Source: an optimization exercise on an open RTL-to-GDS flow (aim: small area, a short achievable clock period and few clock cycles per item). Production flows keep margins and buffers that such runs may drop.
The RTL was checked by simulation tests, not by an equivalence proof against the original design.
Power is estimated from default activity; no workload was simulated.

## flow/design.v (module list and top-level ports; edited modules follow where they fit)
// module c1_ldpc_enc: 1440 lines
module c1_ldpc_enc (
    input  wire        clk,
    input  wire        rst,         
    input  wire        in_valid,
    output wire        in_ready,
    input  wire [31:0] in_data,
    output wire        out_valid,
    input  wire        out_ready,
    output wire [31:0] out_data
);
  // ...
==> flow/flow/run.sh <==
#!/bin/bash
set -euo pipefail
export BUFFER_PORTS_ARGS="-buffer_cell sky130_fd_sc_hd__buf_4"
export SETUP_SLACK_MARGIN=6.8
bash standard.sh > standard.log 2>&1
==> flow/standard.sh <==
#!/bin/bash
# synth_recipe.tcl (not shown) runs the flow's synth.tcl, then flattens the netlist and writes it again
# the make line also repeats each setting of config.mk as NAME=value (left out here)
make -C /OpenROAD-flow-scripts/flow DESIGN_CONFIG=/design/flow/config.mk WORK_HOME=/design/flow/orfs CLKGATE_MAP_FILE= SYNTH_SCRIPT=/design/flow/synth_recipe.tcl "${@:-finish}"
==> flow/config.mk <==
export PLATFORM = sky130hd
export DESIGN_NAME = c1_ldpc_enc
export DESIGN_NICKNAME = c1_ldpc_enc
export VERILOG_FILES = /design/flow/design.v
export SDC_FILE = /design/flow/constraint.sdc
export NUM_CORES = 4
export LEC_CHECK = 0
export CAP_MARGIN = 20
export CORE_MARGIN = 2
export CORE_UTILIZATION = 70
export CTS_CLUSTER_DIAMETER = 60
export CTS_CLUSTER_SIZE = 25
export PLACE_DENSITY = 0.75
export SLEW_MARGIN = 20
==> flow/constraint.sdc <==
create_clock -name core_clock -period 10.0 [get_ports {clk}]
set_input_delay 2.0000 -clock core_clock [delete_from_list [all_inputs] [get_ports {clk}]]
set_output_delay 2.0000 -clock core_clock [all_outputs]
set_load 0.01 [all_outputs]
==> results.json, run 1 <==
{
  "comb-power_uw": 2270,
  "synth_fp_nets": 3735,
  "synth_top_area_cell": "dfxtp_1",
  "drc": 0,
  "fin_crit_ps": 3256,
  "crit_slowest_cell": "edfxtp_1",
  "timing.rr.end": "A0[189]",
  "maxSlewViolCount": 0,
  "synth_top_family_by_area": "simple AND/OR/NAND/NOR gates",
  "endpoint": "out_data[20]",
  "drtPass1Iterations": 8,
  "layout_commonest_cell": "nand2_1",
  "synthAdderAreaFrac_pct": 0.3994,
  "async_flop_share_pct": 0,
  "synthesis.area_um2": 37590,
  "ys.flop_type": "dfxtp_1",
  "met2_usage_pct": 66.21,
  "start_kind": "register",
  "holdPathEnd": "A3[60]",
  "cts_setup_buffers": 4,
  "area_delta_synth_final_pct": 8.724,
  "buf_share_pct": 2.881,
  "worst_slew_pin_slew_ps": 1298,
  "cp_cell_sequence": "buf_6",
  "tns_ps": 0,
  "cts_tree": "done",
  "status": "finished clean",
  "core_um2": 52870,
  "highest_layer": "met5",
  "path_buf_inv": 1,
  "synth_edf_count": 180,
  "power.group.top": "sequential cells",
  "synth.area.mux_share_pct": 3.016,
  "worstHoldStart": "A3[92]",
  "grt_pass1_wl_um": 175600,
  "netlist.area_leader.share_pct": 49.53,
  "route.met3.wl_um": 15780,
  "power_uw": 10920,
  "met2_length_um": 54370,
  "synthSimpleGateAreaFrac_pct": 15.66,
  "h-tree-depth": 2,
  "yosysWarnings": 1,
  "seq_area_share_pct": 58.80,
  "multiInputGateArea_um2": 12910,
  "rrSetupSlack_ps": 6800
}
Testbench counts, summed over its fixed seeds: cycles 25,848, rows 48.
==> run 2: changes to the inputs <==
==> flow/flow/run.sh (replaced) <==
#!/bin/bash
set -euo pipefail
export BUFFER_PORTS_ARGS="-buffer_cell sky130_fd_sc_hd__buf_4"
export SETUP_SLACK_MARGIN=7.0
bash standard.sh > standard.log 2>&1
==> run 2 against run 1 <==
Net effect: combinational power rose by about 10%; core utilization up 2.2 points; non-clock buffer count rose by 39; sequential share of layout area fell by 1.6 points; hold slack got worse by 0.84 ps; critical endpoint is now out_data[31]; clock power is essentially flat; die area did not move; total power increased by 2.5%; sequential power is 0.7% higher; clock-buffer cell count is 4 higher; flip-flop and latch count unchanged; synthesized cell count stayed put; largest cell class unchanged.
==> results.json, run 2 <==
{
  "insertion_delay_ps": 660,
  "layout_commonest_cell": "nand2_1",
  "power_switching_uw": 3876,
  "tns_ps": 0,
  "powerDensity_nw_per_um2": 266.3,
  "grt_overflow": 0,
  "yosysSeqAreaShare_pct": 63.91,
  "arrival_ps": 1270,
  "crit_type": "reg -> out",
  "dpl-instance-area_um2": 38840,
  "yosysWarnings": 1,
  "combinationalPowerShare_pct": 22.3,
  "ant_nets": 0,
  "p_sw_share_pct": 34.63,
  "path_buf_inv": 1,
  "die_h_um": 235.7,
  "fin_crit_ps": 3273,
  "grt_pass1_vias": 27807,
  "drv_cap": 0,
  "antenna_found_initial": 6,
  "syn_area_per_cell_um2": 10.19,
  "max_freq_mhz": 305.5,
  "p_int_uw": 7315,
  "holdPathEnd": "A1[48]",
  "async_flop_share_pct": 0,
  "highest_layer": "met5",
  "cts_max_path_buffers": 3,
  "worstHoldStart": "A1[80]",
  "ys_ff_latch": 1110,
  "crit_slowest_cell": "edfxtp_1",
  "period_share_pct": 32.73,
  "avgViaCountPerCell": 6.513,
  "worst_slew_pin_slew_ps": 1243,
  "grt_max_degree": 115,
  "h-tree-depth": 2,
  "yosys.cell_types.count": 54,
  "synth_fp_nets": 3735,
  "initial_core_util_pct": 71.10,
  "drc": 0,
  "rows": 84,
  "postCtsHoldBufs": 0,
  "cts_sinks": 1110,
  "synth_edf_count": 180,
  "critPathTopFamily": "flip-flops",
  "drive_gt1_share_pct": 10.69,
  "setup_slack_ps": 6727,
  "gp_congestion": 1.066,
  "timing.rr.end": "A2[43]",
  "area_delta_synth_final_pct": 11.79,
  "seq_power_share_pct": 54.7,
  "maxSlewViolCount": 0,
  "port-buffer-count": 69,
  "worst_hold_path_type": "reg -> reg",
  "cts_tree": "done",
  "met2_length_um": 59660,
  "grt_pass1_wl_um": 190300,
  "post-synth-top-count-cell": "nand2_1",
  "r2r_start": "ge[4]",
  "synthesis.area_um2": 37590,
  "relSlewSlack_pct": 16.50,
  "hold_slack_ps": 321.3,
  "design.die.area_um2": 55570,
  "synth_top_area_cell": "dfxtp_1",
  "vias": 28958,
  "worstHoldPathCells": 0,
  "critPathRequiredTime_ps": 8000,
  "layout_common_cells": "1271 x nand2_1, 922 x dfxtp_1, 180 x edfxtp_1, 149 x xor2_1, 139 x xnor2_1",
  "stdcell_area_um2": 42020,
  "p_leak_uw": 0.01749,
  "grt_use_total_pct": 47.95,
  "initialDrtViolationCount": 4554,
  "hold_violations": 0,
  "drtPass1Iterations": 7,
  "synth_cells": 3687,
  "numCtsBuffers": 55,
  "path_max_fanout": 1,
  "io_pins": 70,
  "clk_pin_slew_ps": 100,
  "ys.flop_type": "dfxtp_1",
  "max_stage_delay_ps": 460,
  "start_kind": "register",
  "pre_cts_slack_ps": 5198,
  "clock_tree.root_cell": "clkbuf_16",
  "rsz0062_at_grt": "true",
  "setup-violations-final": 0,
  "peakVddDrop_mv": 0.2219,
  "rrSetupSlack_ps": 6820,
  "end_kind": "output pin",
  "synth_area_leaders": "dfxtp_1 50%, edfxtp_1 14%, nand2_1 13%",
  "synth_common_cells": "1334 x nand2_1, 930 x dfxtp_1, 180 x edfxtp_1",
  "cp_cell_sequence": "buf_6",
  "status": "finished clean",
  "final_cell_count_no_fill": 4446,
  "wl_um": 137100,
  "p_clk_share_pct": 23.0,
  "route.met3.wl_um": 17810,
  "placed_cells": 4290,
  "fin_nets": 3764,
  "die_w_um": 235.7,
  "wl_per_cell_um": 30.84,
  "netlist.area_leader.share_pct": 49.53,
  "r2r_cells": 7,
  "hpwlAfterDp_um": 86710,
  "wl_met1_um": 46990,
  "finClkSkew_ps": 33.71,
  "core_um2": 52870
}
[run 2: cell counts after synthesis]
Identical to the previous run, type by type.
[run 2: repair_timing]
item / CTS / global route
pin swaps: 9 / 21
endpoints found under the setup margin: 613 / 273
resized for setup: 98 / 56
cloned: 14 / 3
setup buffers: 26 / 14
[run 2: per-layer routing]
layer / vias to the layer above / track usage (%)
met5: - / 0
li1: 11983 / -
met4: 7 / 33.93
met1: 13792 / 58.88
met2: 2477 / 72.66
met3: 699 / 14.47
[run 2: kinds of logic after synthesis]
kind of cell | count (synthesis) | share of synthesized area [%]
muxes | 110 | 3.016
and+or+nand+nor | 1523 | 15.66
AOI/OAI and AO/OA | 379 | 6.095
xor gates and xnor gates | 349 | 8.671
adders and majority gates | 12 | 0.3994
DFF | 1110 | 63.91
buffers and inverters | 204 | 2.250
[run 2: cell type report]
class                   count  area, um^2
diodes                      7       17.52
clock buffers              80        1501
clock inverters            12       176.4
fillers                  2984       10850
inverters                  22       115.1
multi-input cells        2379       13590
flip-flops and latches   1110       24040
well taps                 688       860.8
repair buffers            147        1712
repair inverters            1       8.758
[run 2: per-stage QoR]
step / utilization, % / power, uW
2_1_floorplan: - / 7103
3_3_place_gp: 73.47 / 8199
3_5_place_dp: 73.47 / 8283
4_1_cts: 78.56 / 10830
5_1_grt: 79.45 / 11340
6_report: 79.49 / 11190
[run 2: worst max path at each step]
stage	startpoint	end	cells past startpoint
2_1_floorplan	in_valid	A0[100]	6
3_3_place_gp	in_valid	A3[176]	6
3_5_place_dp	in_valid	A3[122]	6
4_1_cts	oreg[31]	out_data[31]	1
5_1_grt	oreg[31]	out_data[31]	1
6_report	oreg[31]	out_data[31]	1
[run 2: power groups by stage]
| stage | combinational [uW] | sequential, uW | clock, uW |
|---|---|---|---|
| after floorplan | 1300 | 5800 | 0 |
| after global placement | 2110 | 6090 | 0 |
| after detailed placement | 2150 | 6130 | 0 |
| after CTS | 2260 | 6050 | 2520 |
| after global routing | 2500 | 6140 | 2700 |
| final | 2500 | 6120 | 2580 |
==> run 3: changes to the inputs <==
==> flow/flow/run.sh (replaced) <==
#!/bin/bash
set -euo pipefail
export BUFFER_PORTS_ARGS="-buffer_cell sky130_fd_sc_hd__buf_4"
export SETUP_SLACK_MARGIN=6.8
bash standard.sh > standard.log 2>&1
--- a/flow/config.mk
+++ b/flow/config.mk
@@ -9,6 +9,6 @@
 export CORE_MARGIN = 2
-export CORE_UTILIZATION = 70
+export CORE_UTILIZATION = 55
 export CTS_CLUSTER_DIAMETER = 60
 export CTS_CLUSTER_SIZE = 25
-export PLACE_DENSITY = 0.75
+export PLACE_DENSITY = 0.65
 export SLEW_MARGIN = 20
==> run 3 against run 2 <==
Net effect: cell area fell by 2.2%; flip-flop and latch count unchanged; die area rose by 27%; hold slack got worse by 3.0 ps; non-clock buffer count is 37 lower; clock-buffer cell count shrank 1; largest cell class unchanged.
==> results.json, run 3 <==
{
  "grt_max_degree": 110,
  "timing.rr.end": "A0[170]",
  "regArea_um2": 24030,
  "drv_cap": 0,
  "ys.flop_type": "dfxtp_1",
  "hold_violations": 0,
  "gp_congestion": 1.013,
  "async_flop_share_pct": 0,
  "multiInputGateArea_um2": 12880,
  "maxSlewViolCount": 0,
  "grt_pass1_vias": 24604,
  "grt_pass1_wl_um": 174000,
  "layout_commonest_cell": "nand2_1",
  "tns_ps": 0,
  "cp.depth": 5,
  "yosys.cell_types.count": 54,
  "crit_slowest_cell": "buf_8",
  "cts_tree": "done",
  "rows": 95,
  "grt_use_total_pct": 34.82,
  "drc": 0,
  "worstHoldPathCells": 0,
  "power_uw": 10980,
  "arrival_ps": 3700,
  "drtPass1Iterations": 5,
  "clk_pin_slew_ps": 100,
  "io_pins": 70,
  "antenna_found_initial": 8,
  "critPathTopFamily": "buffers and inverters",
  "numCtsBuffers": 57,
  "final_cell_count_no_fill": 4597,
  "p_leak_uw": 0.01707,
  "endpoint": "A3[3]",
  "vias": 26044,
  "initialDrtViolationCount": 3172,
  "layout_common_cells": "1329 x nand2_1, 925 x dfxtp_1, 180 x edfxtp_1, 158 x xnor2_1, 157 x xor2_1",
  "hpwlAfterDp_um": 86530,
  "crit_type": "in -> reg",
  "synth_top_area_cell": "dfxtp_1",
  "avgViaCountPerCell": 5.665,
  "design.die.area_um2": 70450,
  "crit_start": "in_valid",
  "r2r_start": "ge[2]",
  "worst_hold_path_type": "reg -> reg",
  "wl_um": 123400,
  "synthesis.area_um2": 37590,
  "placed_cells": 4477,
  "fin_crit_ps": 3256,
  "max_stage_delay_ps": 480,
  "synth_cells": 3687,
  "die_w_um": 265.4,
  "clock_tree.root_cell": "clkbuf_16",
  "ant_nets": 0,
  "rsz0062_at_grt": "true",
  "period_share_pct": 32.56,
  "path_max_fanout": 83,
  "wl_per_cell_um": 26.85,
  "post-synth-top-count-cell": "nand2_1",
  "insertion_delay_ps": 660,
  "start_kind": "input pin",
  "fin_nets": 3726,
  "path_buf_inv": 3,
  "status": "finished clean",
  "powerDensity_nw_per_um2": 267.2,
  "synth_edf_count": 180,
  "h-tree-depth": 2,
  "area_delta_synth_final_pct": 9.327,
  "critPathRequiredTime_ps": 10450,
  "peakVddDrop_mv": 0.1978,
  "yosysSeqAreaShare_pct": 63.91,
  "finClkSkew_ps": 39.70,
  "cts_max_path_buffers": 3,
  "netlist.area_leader.share_pct": 49.53,
  "r2r_cells": 6,
  "rrSetupSlack_ps": 6750,
  "relSlewSlack_pct": 14.57,
  "cp_cell_sequence": "buf_4, and3_4, inv_16, buf_8, o21ai_0",
  "core_um2": 67400,
  "synth_fp_nets": 3735,
  "synth_area_leaders": "dfxtp_1 50%, edfxtp_1 14%, nand2_1 13%",
  "port-buffer-count": 69,
  "cts_sinks": 1110,
  "fillers": 5686,
  "syn_area_per_cell_um2": 10.19,
  "setup-violations-final": 0,
  "initial_core_util_pct": 55.77,
  "end_kind": "register",
  "yosysWarnings": 1,
  "synth_common_cells": "1334 x nand2_1, 930 x dfxtp_1, 180 x edfxtp_1",
  "ys_ff_latch": 1110,
  "worst_slew_pin_slew_ps": 1272,
  "grt_overflow": 0,
  "max_freq_mhz": 307.1,
  "drive_gt1_share_pct": 7.229,
  "die_h_um": 265.4
}
## run 3: cell count changes in the layout (fill, tap and decap cells not counted), moves of 9 or more
cell / previous run / this run
buf_12: 12 / 3
o21ai_1: 23 / 12
nand2_2: 52 / 4
xnor2_1: 139 / 158
buf_6: 38 / 16
nand2_1: 1271 / 1329
xnor2_2: 38 / 24
o21ai_0: 118 / 129
## run 3: power by group
part	switching, uW	internal [uW]
Clock	1460	1190
Combinational	1530	743
Sequential	634	5420
## run 3: how the worst min path moves through the flow
stage          startpoint  endpoint  slack [ps]
4_1_cts           A2[213]   A2[181]         320
6_report          A2[222]   A2[190]         320
5_1_grt            A1[61]    A1[29]         320
3_5_place_dp      A1[189]   A1[157]         310
3_3_place_gp      A2[151]   A2[119]         310
2_1_floorplan     A0[135]   A0[103]         310
## run 3: repair_timing
action                                  in CTS  in global routing
setup buffers                                6                  2
hold buffers                                 0                  0
endpoints found under the setup margin     567                227
gates resized for setup                     37                 22
gates cloned                                 7                  0
pin swaps                                    2                  0
## run 3: logic make-up after synthesis
logic type / after synthesis / share of synthesized area [%]
and+or+nand+nor: 1523 / 15.66
DFF: 1110 / 63.91
AOI/OAI and AO/OA: 379 / 6.095
xor gates and xnor gates: 349 / 8.671
buffers and inverters: 204 / 2.250
muxes: 110 / 3.016
adders and majority gates: 12 / 0.3994
## run 3: final cells by class
| cell class | count | area share [%] |
|---|---|---|
| Clock buffer | 79 | 3.900 |
| Timing Repair Buffer | 110 | 2.649 |
| Multi-Input combinational cell | 2376 | 31.35 |
| Inverter | 22 | 0.2801 |
| Clock inverter | 23 | 0.6424 |
| Sequential cell | 1110 | 58.48 |
| Antenna cell | 3 | 0.01827 |
| Timing Repair inverter | 1 | 0.02131 |
| Tap cell | 873 | 2.658 |
## run 3: metrics by stage
| stage | instance area, um^2 | hold slack [ps] | util, % | setup slack [ps] |
|---|---|---|---|---|
| floorplan | 37760 | 309.6 | - | 6591 |
| global placement | 38770 | 309.7 | 57.52 | 5008 |
| detailed placement | 38770 | 312.1 | 57.52 | 4957 |
| CTS | 40980 | 321.4 | 60.81 | 6706 |
| global route | 41090 | 320.7 | 60.96 | 6704 |
| finish | 41090 | 318.3 | 60.97 | 6744 |
## run 3: worst reg2reg max path: cells and delay by family, from the launching register on
family / cells / cell delay, ps
buffers and inverters: 1 / 500
XOR/XNOR: 3 / 1420
multiplexers: 1 / 440
AO/OA/AOI/OAI: 1 / 430
flip-flops: 1 / 330
## run 3: layer usage
layer  track usage [%]  vias to the layer above  routed length (um)
met2             52.94                     1166               53990
met5                 0                        -                  14
met1             49.88                    12740               53040
met3             5.990                      235               11160
li1                  -                    11901                   -
met4             13.38                        2                5213

==> static timing again, ports no longer ideal <==
How much do the figures lean on ideal ports? The routed layouts below were timed once more, with nothing changed but the port constraints.
Step 1 sets driving cells, clkbuf_16 on the clock port and buf_2 on the other inputs (assumed; they add their load-dependent delay and slew).
Step 2 also shifts input and output timing later by t, the mid clock arrival at the registers, as if the neighbouring blocks saw the same clock.
Three values: ideal, step 1, step 2; two values: the first two.
run	t (ns)	setup WS [ns]	worst setup path at the end	worst register clock-pin slew, ns	worst slew at a driven data input, ns
run 1	0.710	6.744 / 6.683 / 6.094	input to register	0.11 / 0.11	0.07
run 2	0.714	6.727 / 6.662 / 6.220	input to register	0.11 / 0.11	0.11
run 3	0.710	6.744 / 6.736 / 6.065	input to register	0.10 / 0.10	0.04
After both steps setup and hold are still met in every run listed. For run 3, which loses most, drivers alone change the setup slack by -0.008 ns; drivers and shift together by -0.679 ns.
